From an optimization exercise on the open Yosys and OpenROAD flow, aimed at small area, a short achievable clock period and few clock cycles per item; shortcuts taken in it are not production practice.
Only simulation tests tie the RTL to the original design; equivalence was not proved.

rev 12:
## shot_unit
module shot_unit (
  input  wire        clk,
  input  wire        rst,
  input  wire        in_valid,
  output wire        in_ready,
  input  wire [7:0]  p00,
  input  wire [7:0]  p10,
  input  wire [7:0]  p01,
  input  wire [7:0]  p11,
  input  wire [5:0]  fx,
  input  wire [5:0]  fy,
  input  wire [15:0] f_pix,
  input  wire [7:0]  nominal,
  input  wire [16:0] s_x,
  input  wire [5:0]  l_x,
  input  wire [4:0]  rank,
  input  wire [3:0]  rho_in,
  input  wire [15:0] gain,
  input  wire [3:0]  state,
  input  wire        blank,
  output wire        out_valid,
  output wire [7:0]  code,
  output wire [3:0]  rho_out,
  output wire        rho_we,
  output wire [31:0] loss,
  output wire        sat,
  output wire        missed,
  output wire        stuck_over
);
Size: roughly 3800 cells after synthesis, ~170 I/O pins, about 37000 um2 of cells after synthesis.
export LEC_CHECK = 0
export ABC_AREA = 1
export CAP_MARGIN = 20
export CORE_MARGIN = 2
export CORE_UTILIZATION = 40
export CTS_BUF_LIST = sky130_fd_sc_hd__clkbuf_8
export CTS_CLUSTER_DIAMETER = 60
export CTS_CLUSTER_SIZE = 20
export SLEW_MARGIN = 20
create_clock -name core_clock -period 300.0 [get_ports {clk}]
standard.sh (not shown) runs the stock make flow with config.mk's settings and CLKGATE_MAP_FILE= SYNTH_SCRIPT=/design/flow/synth_recipe.tcl, a recipe that flattens the netlist after the stock synthesis.
==> flow/flow/run.sh <==
#!/bin/bash
# Layout flow: the standard synthesis, then popt2.py (picks the polarity of
# each full adder, xor, mux and half adder, and swaps cells for complements, so that fewer
# inverters are needed; every register is kept as synthesized), then the standard flow's
# standard layout with sky130_fd_sc_hd__buf_1 as the port buffer.
# Each tool's output goes to a log file of its own in the work folder.
set -euo pipefail
cd "$(dirname "$0")/.."
W=$(pwd)
R=$W/orfs/results/${FLOW_PLATFORM:-sky130hd}/shot_unit/base
bash standard.sh synth > synth.log 2>&1
cp "$R/1_2_yosys.v" "$R/1_2_yosys_std.v"
python3 flow/popt2.py "$R/1_2_yosys_std.v" "$R/1_2_yosys.v" > popt.log 2>&1
BUFFER_PORTS_ARGS="-buffer_cell sky130_fd_sc_hd__buf_1" bash standard.sh finish > layout.log 2>&1
Other scripts of this flow, unchanged in this note and not shown: flow/flow/popt2.py
Testbench counts of rev 12, summed over its fixed seeds: cycles 24,032, items 24,000.
--- input diff rev 12..rev 13 ---
--- a/flow/design.v
+++ b/flow/design.v
@@ -21,50 +21,53 @@
   output wire        out_valid,
   output wire [7:0]  code,
   output wire [3:0]  rho_out,
   output wire        rho_we,
   output wire [31:0] loss,
   output wire        sat,
   output wire        missed,
   output wire        stuck_over
 );
   assign in_ready = 1'b1;
-  wire live_in = (state == 4'd0) && (gain >= 16'h0400) && (gain <= 16'h7800);
   reg [7:0]  p00_q, p10_q, p01_q, p11_q;
   reg [5:0]  fx_q, fy_q;
   reg [15:0] f_q;
   reg [7:0]  n_q;
   reg [16:0] s_q;
   reg [5:0]  l_q;
   reg [4:0]  j_q;
   reg [3:0]  rho_q;
-  reg [14:0] g_q;
-  reg        shoot_q, missed_q;
+  reg [15:0] g_q;
+  reg [3:0]  st_q;
+  reg        bl_q;
   reg [3:0] v_q;
   always @(posedge clk) begin
     p00_q <= p00; p10_q <= p10; p01_q <= p01; p11_q <= p11;
     fx_q  <= fx;  fy_q  <= fy;
     f_q   <= f_pix;
     n_q   <= nominal;
     s_q   <= s_x;
     l_q   <= l_x;
     j_q   <= rank;
     rho_q <= rho_in;
-    g_q   <= gain[14:0];
-    shoot_q  <= live_in && !blank;
-    missed_q <= live_in && blank;
+    g_q   <= gain;
+    st_q  <= state;
+    bl_q  <= blank;
   end
   always @(posedge clk) begin
     if (rst) v_q <= 4'd0;
     else     v_q <= {v_q[2:0], in_valid};
   end
   assign out_valid = v_q[3];
+  wire live1   = (st_q == 4'd0) && (g_q >= 16'h0400) && (g_q <= 16'h7800);
+  wire shoot1  = live1 && !bl_q;
+  wire missed1 = live1 && bl_q;
   wire n0 = fx_q[0] ? p10_q[0] : p00_q[0];
   wire n1 = fx_q[0] ? p10_q[1] : p00_q[1];
   wire n2 = fx_q[0] ? p10_q[2] : p00_q[2];
   wire n3 = fx_q[0] ? p10_q[3] : p00_q[3];
   wire n4 = fx_q[0] ? p10_q[4] : p00_q[4];
   wire n5 = fx_q[0] ? p10_q[5] : p00_q[5];
   wire n6 = fx_q[0] ? p10_q[6] : p00_q[6];
   wire n7 = fx_q[0] ? p10_q[7] : p00_q[7];
   wire n8 = fx_q[1] ? p10_q[0] : p00_q[0];
   wire n9 = fx_q[1] ? p10_q[1] : p00_q[1];
@@ -2929,21 +2932,21 @@
   wire n2868 = n2795 & n2866;
   wire n2869 = n2797 ^ n2868;
   wire n2870 = n2797 & n2868;
   wire n2871 = n2799 ^ n2870;
   wire n2872 = n2799 & n2870;
   wire n2873 = n2863 | n2865;
   wire n2874 = n2873 | n2867;
   wire n2875 = n2874 | n2869;
   wire n2876 = n2875 | n2871;
   wire n2877 = ~n2876;
-  wire n2878 = n2877 & shoot_q;
+  wire n2878 = n2877 & shoot1;
   wire n2879 = n2829 ^ n2648;
   wire n2880 = n2829 & n2648;
   wire n2881 = n2831 ^ n2650 ^ n2880;
   wire n2882 = (n2831 & n2650) | (n2831 & n2880) | (n2650 & n2880);
   wire n2883 = n2833 ^ n2652 ^ n2882;
   wire n2884 = (n2833 & n2652) | (n2833 & n2882) | (n2652 & n2882);
   wire n2885 = n2835 ^ n2654 ^ n2884;
   wire n2886 = (n2835 & n2654) | (n2835 & n2884) | (n2654 & n2884);
   wire n2887 = n2837 ^ n2656 ^ n2886;
   wire n2888 = (n2837 & n2656) | (n2837 & n2886) | (n2656 & n2886);
@@ -4510,22 +4513,22 @@
     c1_G[5] <= g_q[5];
     c1_G[6] <= g_q[6];
     c1_G[7] <= g_q[7];
     c1_G[8] <= g_q[8];
     c1_G[9] <= g_q[9];
     c1_G[10] <= g_q[10];
     c1_G[11] <= g_q[11];
     c1_G[12] <= g_q[12];
     c1_G[13] <= g_q[13];
     c1_G[14] <= g_q[14];
-    c1_f[0] <= shoot_q;
-    c1_f[1] <= missed_q;
+    c1_f[0] <= shoot1;
+    c1_f[1] <= missed1;
     c1_f[2] <= n2878;
     c2_w[0] <= n3370;
     c2_w[1] <= n3372;
     c2_w[2] <= n3374;
     c2_w[3] <= n3376;
     c2_w[4] <= n3378;
     c2_w[5] <= n3380;
     c2_w[6] <= n3382;
     c2_w[7] <= n3384;
     c2_w[8] <= n3386;
Results
Compared with rev 12, total cell area at the placement stage in rev 13 increased slightly. Per the comparison of rev 13 with rev 12, area taken by flip-flops and latches now larger; clock tree buffer count of the final layout shrank by 6.7%. met2 capacity usage during global routing of rev 12 is on par with rev 13. Rev 13 vs rev 12 — global-route wire length before repair rose 0.72%. The fraction of standard cell area in multi-input logic in rev 13 was lower than what rev 12 gave. Re minimum clock period after layout: rev 13 is 14 ps down on rev 12. Rev 12 -> rev 13: via count flat. The global-route usage of rev 12 and that of rev 13 are within noise of each other. Rev 13 against rev 12; routed wire length is up slightly.
Testbench counts of rev 13, summed over its fixed seeds: cycles 24,032, items 24,000.

-- afterwards: timing with drivers on the ports --
Ports are ideal in the flow. The routed layouts listed here were re-timed in OpenROAD.
Step 1 assumes that a clkbuf_16 drives the clock port and a buf_2 every other input.
Step 2 moves the port delays by t, midway between the first and last clock arrival at a register: inputs arrive t later, outputs are due t later. That takes back most of the time a late clock gives input paths.
Three values: ideal ports, drivers, drivers and shift; two values: the first two.
| run | t (ns) | setup WS [ns] | hold WS [ns] | clock arrival spread, ns | pins driven straight from the clock port |
|---|---|---|---|---|---|
| rev 12 | 0.743 | 238.658 / 238.591 / 238.906 | 0.330 / 0.330 / 0.330 | 0.059 / 0.058 | 1 |
| rev 13 | 0.770 | 238.672 / 238.604 / 239.373 | 0.320 / 0.320 / 0.320 | 0.038 / 0.039 | 1 |
After both steps setup and hold are still met in every run listed.
